This design comes from an exercise in tuning for small area, a short achievable clock period and few clock cycles per item on the open sky130 flow, not from production work. The RTL was checked by simulation tests, not by an equivalence proof against the original design.

Design rs_linecode_dec, start of the top module:
module rs_linecode_dec (
    input  wire       clk,
    input  wire       rst,
    input  wire       in_valid,
    output wire       in_ready,
    input  wire [7:0] in_sym,
    input  wire       in_era_valid,
    input  wire [3:0] in_era_dev,
    output reg        out_valid,
    output reg  [7:0] out_sym,
    output reg        out_last,
    output reg        out_ue,
    output reg        out_ce,
    output reg  [3:0] out_nerr,
    output reg  [9:0] out_devmask
);
    function [7:0] gf_mul;
        input [7:0] a;
        input [7:0] b;
        integer i;
        reg [7:0] p;
        reg [7:0] aa;
        begin
            p  = 8'd0;
            aa = a;
            for (i = 0; i < 8; i = i + 1) begin
                if (b[i]) p = p ^ aa;
                aa = {aa[6:0], 1'b0} ^ (aa[7] ? 8'h1d : 8'h00);
            end
            gf_mul = p;
        end
    endfunction
    function [7:0] gf_pow;
        input integer n;
        integer i;
        reg [7:0] p;
        begin
            p = 8'd1;
            for (i = 0; i < n % 255; i = i + 1)
                p = {p[6:0], 1'b0} ^ (p[7] ? 8'h1d : 8'h00);
            gf_pow = p;
        end
    endfunction
    function [3:0] g16_mul;
        input [3:0] a;
        input [3:0] b;
        integer i;
        reg [3:0] p;
        reg [3:0] aa;
        begin
            p = 4'd0;
            aa = a;
            for (i = 0; i < 4; i = i + 1) begin
                if (b[i]) p = p ^ aa;
                aa = {aa[2:0], 1'b0} ^ (aa[3] ? 4'h3 : 4'h0);
            end
            g16_mul = p;
        end
    endfunction
    function [3:0] g16_inv;
        input [3:0] a;
        begin
            case (a)
            4'd0: g16_inv = 4'd0;
            4'd1: g16_inv = 4'd1;
            4'd2: g16_inv = 4'd9;
            4'd3: g16_inv = 4'd14;
            4'd4: g16_inv = 4'd13;
  ...
Settings: LEC_CHECK=0, CAP_MARGIN=40, CORE_MARGIN=2, CORE_UTILIZATION=40, SLEW_MARGIN=30; clock period 17.0 ns.
run.sh (not shown) runs the stock make flow with config.mk's settings and CLKGATE_MAP_FILE= SYNTH_SCRIPT=/design/flow/synth_recipe.tcl, a recipe that flattens the netlist after the stock synthesis.
Testbench counts at the start, summed over its fixed seeds: cycles 110,051, items 800.
Edit:
--- a/flow/design.v
+++ b/flow/design.v
@@ -236,16 +236,18 @@
         4'd8: rom = 72'h8824a2e77cac6cd90d;
         4'd9: rom = 72'h7fd192270fa548fdd9;
         default: rom = 72'h0;
         endcase
     end
     wire [7:0]  g1     = rom[7:0];
     wire [7:0]  g2     = rom[71:64];
     reg md_b;                             
+    reg md_fo;                            
+    reg  [7:0] f3_iv, f3_ov;              
     reg use_com;                          
     reg [7:0] com;
     reg hi;                               
     reg hi_a, hi_b;                       
     reg [7:0] dpart;
     reg       o_we;                       
     reg [3:0] o_idx;
     reg [7:0] o_val;                      
@@ -264,17 +266,21 @@
                 mkv  = mk[k + 7];
             end else begin
                 lamv = lam[k];
                 bpv  = bp[k];
                 accv = acc[(12 - k) % 12];
                 mkv  = mk[k];
             end
             la[k] = md_b ? ((k == 0 && !hi_a) ? gam : bpv) : lamv;
-            if (hi_b && k >= 4)
+            if (k == 6 && md_fo)
+                la[k] = f3_ov;
+            if (k == 6 && md_fo)
+                ly[k] = f3_iv;
+            else if (hi_b && k >= 4)
                 ly[k] = 8'd0;
             else if (use_com)
                 ly[k] = com;
             else
                 ly[k] = mkv ? accv : 8'd0;
             lp[k] = gf_mul(la[k], ly[k]);
         end
         dsum = 8'd0;
@@ -295,17 +301,16 @@
     reg  [3:0] need_r;                    
     reg        lim_r;                     
     wire [3:0] nroot_p = nroot + {3'd0, rf};
     reg  [7:0] f1_ov, f1_lo;
     reg        f1_rt;
     reg [11:0] f2_ia;
     reg  [7:0] f2_ov;
     reg        f2_rt;
-    reg  [7:0] f3_iv, f3_ov;
     reg        f3_rt;
     reg  [7:0] f4_err;
     reg        f4_rt;
     reg  [7:0] ov_now, lo_now;
     always @(*) begin
         ov_now = 8'd0;
         for (k = 0; k < 10; k = k + 1) ov_now = ov_now ^ co[k];
         lo_now = 8'd0;
@@ -316,17 +321,17 @@
         f1_lo  <= lo_now;
         f1_rt  <= (cv0 == 8'd0) || in_e;
         f2_ia  <= inv_a(f1_lo);
         f2_ov  <= f1_ov;
         f2_rt  <= f1_rt;
         f3_iv  <= inv_b(f2_ia);
         f3_ov  <= f2_ov;
         f3_rt  <= f2_rt;
-        f4_err <= gf_mul(f3_ov, f3_iv);
+        f4_err <= lp[6];
         f4_rt  <= f3_rt;
     end
     reg        oact;
     reg  [6:0] rp;
     reg        corr;
     reg        l_ue, l_corr;
     reg  [3:0] l_nerr;
     reg  [9:0] l_dm;
@@ -398,16 +403,17 @@
         S_LEAD: if (cc == 4'd4) st_n = S_IDLE;
         default: st_n = S_IDLE;
         endcase
         if (rst) st_n = S_IDLE;
     end
     always @(posedge clk) begin
         st     <= st_n;
         md_b    <= (st_n == S_BM1);
+        md_fo   <= (st_n == S_LEAD) || (st == S_LEAD) || oact;
         use_com <= (st_n == S_BM1) || (st_n == S_BMU) ||
                    (st_n == S_SIG1) || (st_n == S_DEC) ||
                    (st_n == S_SIG2) || (st_n == S_RLD2);
         if (st_n == S_BM1)
             com <= dact ? dsumt : dlt;
         else if (st_n == S_BMU)
             com <= gam;
         else if (st_n == S_SIG1 || st_n == S_DEC)
After rerunning:
- global-route usage climbs by 1.6 points
- cell count drops by a few percent
- count of clock-buffer cells in the layout climbs by 5
- synthesized cell count drops by a few percent
- area after synthesis drops slightly
- wire length climbs by a few percent
Testbench counts after the change, summed over its fixed seeds: cycles 110,051, items 800.

rs_linecode_dec, a different RTL version from the one above (not shown whole).
Size in the first run: about 1400 flip-flops, roughly 0.077 mm2 of cells after synthesis.
Settings: LEC_CHECK=0, CAP_MARGIN=40, CORE_MARGIN=2, CORE_UTILIZATION=40, SLEW_MARGIN=30; clock period 17.0 ns.
Testbench counts at the start, summed over its fixed seeds: cycles 108,835, items 800.
Change:
--- a/flow/design.v
+++ b/flow/design.v
@@ -234,19 +234,22 @@
         4'd6: rom = 72'ha94361db643077853b;
         4'd7: rom = 72'h934e741772ad5a8181;
         4'd8: rom = 72'h8824a2e77cac6cd90d;
         4'd9: rom = 72'h7fd192270fa548fdd9;
         default: rom = 72'h0;
         endcase
     end
     wire [7:0]  g1     = rom[7:0];
     wire [7:0]  g2     = rom[71:64];
-    reg md_b;                             
+    reg md_b, md_b2;                      
+    reg use_com2;                         
+    reg md_fo;                            
+    reg  [7:0] f3_iv, f3_ov;              
     reg use_com;                          
     reg [7:0] com;
     reg hi;                               
     reg hi_a, hi_b;                       
     reg [7:0] dpart;
     reg       o_we;                       
     reg [3:0] o_idx;
     reg [7:0] o_val;                      
     reg  [7:0] la [0:6];
@@ -262,22 +265,26 @@
                 bpv  = bp[k + 7];
                 accv = acc[(17 - k) % 12];
                 mkv  = mk[k + 7];
             end else begin
                 lamv = lam[k];
                 bpv  = bp[k];
                 accv = acc[(12 - k) % 12];
                 mkv  = mk[k];
             end
-            la[k] = md_b ? ((k == 0 && !hi_a) ? gam : bpv) : lamv;
-            if (hi_b && k >= 4)
+            la[k] = (k < 4 ? md_b : md_b2) ? ((k == 0 && !hi_a) ? gam : bpv) : lamv;
+            if (k == 6 && md_fo)
+                la[k] = f3_ov;
+            if (k == 6 && md_fo)
+                ly[k] = f3_iv;
+            else if (hi_b && k >= 4)
                 ly[k] = 8'd0;
-            else if (use_com)
+            else if (k < 4 ? use_com : use_com2)
                 ly[k] = com;
             else
                 ly[k] = mkv ? accv : 8'd0;
             lp[k] = gf_mul(la[k], ly[k]);
         end
         dsum = 8'd0;
         for (k = 0; k < 7; k = k + 1)
             dsum = dsum ^ lp[k];
         dsumt = dsum ^ (hi ? dpart : 8'd0);
@@ -294,19 +301,18 @@
     wire in_e    = d_era && (cp[6:3] == d_dev);
     reg  [3:0] need_r;                    
     reg        lim_r;                     
     wire [3:0] nroot_p = nroot + {3'd0, rf};
     reg  [7:0] f1_ov, f1_lo;
     reg        f1_rt;
     reg [11:0] f2_ia;
     reg  [7:0] f2_ov;
     reg        f2_rt;
-    reg  [7:0] f3_iv, f3_ov;
     reg        f3_rt;
     reg  [7:0] f4_err;
     reg        f4_rt;
     reg  [7:0] ov_now, lo_now;
     always @(*) begin
         ov_now = 8'd0;
         for (k = 0; k < 10; k = k + 1) ov_now = ov_now ^ co[k];
         lo_now = 8'd0;
         for (k = 0; k < 5; k = k + 1) lo_now = lo_now ^ cla[k];
@@ -315,19 +321,19 @@
         f1_ov  <= ov_now;
         f1_lo  <= lo_now;
         f1_rt  <= (cv0 == 8'd0) || in_e;
         f2_ia  <= inv_a(f1_lo);
         f2_ov  <= f1_ov;
         f2_rt  <= f1_rt;
         f3_iv  <= inv_b(f2_ia);
         f3_ov  <= f2_ov;
         f3_rt  <= f2_rt;
-        f4_err <= gf_mul(f3_ov, f3_iv);
+        f4_err <= lp[6];
         f4_rt  <= f3_rt;
     end
     reg        oact;
     reg  [6:0] rp;
     reg        corr;
     reg        l_ue, l_corr;
     reg  [3:0] l_nerr;
     reg  [9:0] l_dm;
     assign go_clean = (st == S_IDLE) && pend && acc_zero;
@@ -405,18 +411,28 @@
         if (st == S_BMU && adv) dz_n = 1'b1;
     end
     always @(posedge clk) begin
         st     <= st_n;
         dz     <= dz_n;
         md_b    <= (st_n == S_BM) && !dz_n;
         use_com <= ((st_n == S_BM) && !dz_n) || (st_n == S_BMU) ||
                    (st_n == S_SIG1) || (st_n == S_DEC) ||
                    (st_n == S_SIG2) || (st_n == S_RLD2);
+        if (rst) begin
+            md_b2    <= 1'b0;
+            use_com2 <= 1'b0;
+        end else begin
+            md_b2    <= (st_n == S_BM) && !dz_n;
+            use_com2 <= ((st_n == S_BM) && !dz_n) || (st_n == S_BMU) ||
+                        (st_n == S_SIG1) || (st_n == S_DEC) ||
+                        (st_n == S_SIG2) || (st_n == S_RLD2);
+        end
+        md_fo   <= (st_n == S_LEAD) || (st == S_LEAD) || oact;
         if (st_n == S_BM)
             com <= (dact && adv) ? dsumt : dlt;
         else if (st_n == S_BMU)
             com <= gam;
         else if (st_n == S_SIG1 || st_n == S_DEC)
             com <= g1;
         else
             com <= g2;
         if (st == S_OMG) begin
Clock-buffer cell count does not change.
Via count went down by 0.58%.
Die area went down by 1.4%.
Worst hold slack is worse by 0.0036 ns.
Wire length went up by 0.62%.
Testbench counts after the change, summed over its fixed seeds: cycles 108,835, items 800.

-- what the ideal ports hide --
The results above use ideal ports. As a check the final layouts listed here were re-extracted and re-timed, cells and wires unchanged. Step 1 (the two cells are an assumption about what drives the block):
set clk [get_ports {clk}]
set_driving_cell -lib_cell sky130_fd_sc_hd__clkbuf_16 $clk
set_driving_cell -lib_cell sky130_fd_sc_hd__buf_2 [delete_from_list [all_inputs] $clk]
Step 2 times the ports against the registers' clock, not the clock port: input delays grow and output delays shrink by t, the midpoint of the rising clock arrivals with the driver on. Slacks: ideal ports / drivers / drivers and shift; pairs: ideal ports / drivers.
| run | t, ns | setup slack, ns | slew at the worst register clock pin (ns) | worst data-port slew with drivers (ns) | cell pins on the clock port's net |
|---|---|---|---|---|---|
| the first run of note 1 | 0.877 | 11.020 / 11.020 / 10.743 | 0.07 / 0.07 | 0.14 | 1 |
| the second run of note 1 | 0.893 | 11.196 / 11.196 / 11.114 | 0.07 / 0.07 | 0.05 | 1 |
| the first run of note 2 | 0.879 | 11.359 / 11.359 / 11.359 | 0.07 / 0.07 | 0.14 | 1 |
| the second run of note 2 | 0.876 | 11.321 / 11.321 / 11.127 | 0.07 / 0.07 | 0.03 | 1 |
After both steps every run listed still meets setup and hold. For the first run of note 1, which loses most, drivers alone change the setup slack by 0.000 ns; drivers and shift together by -0.277 ns.
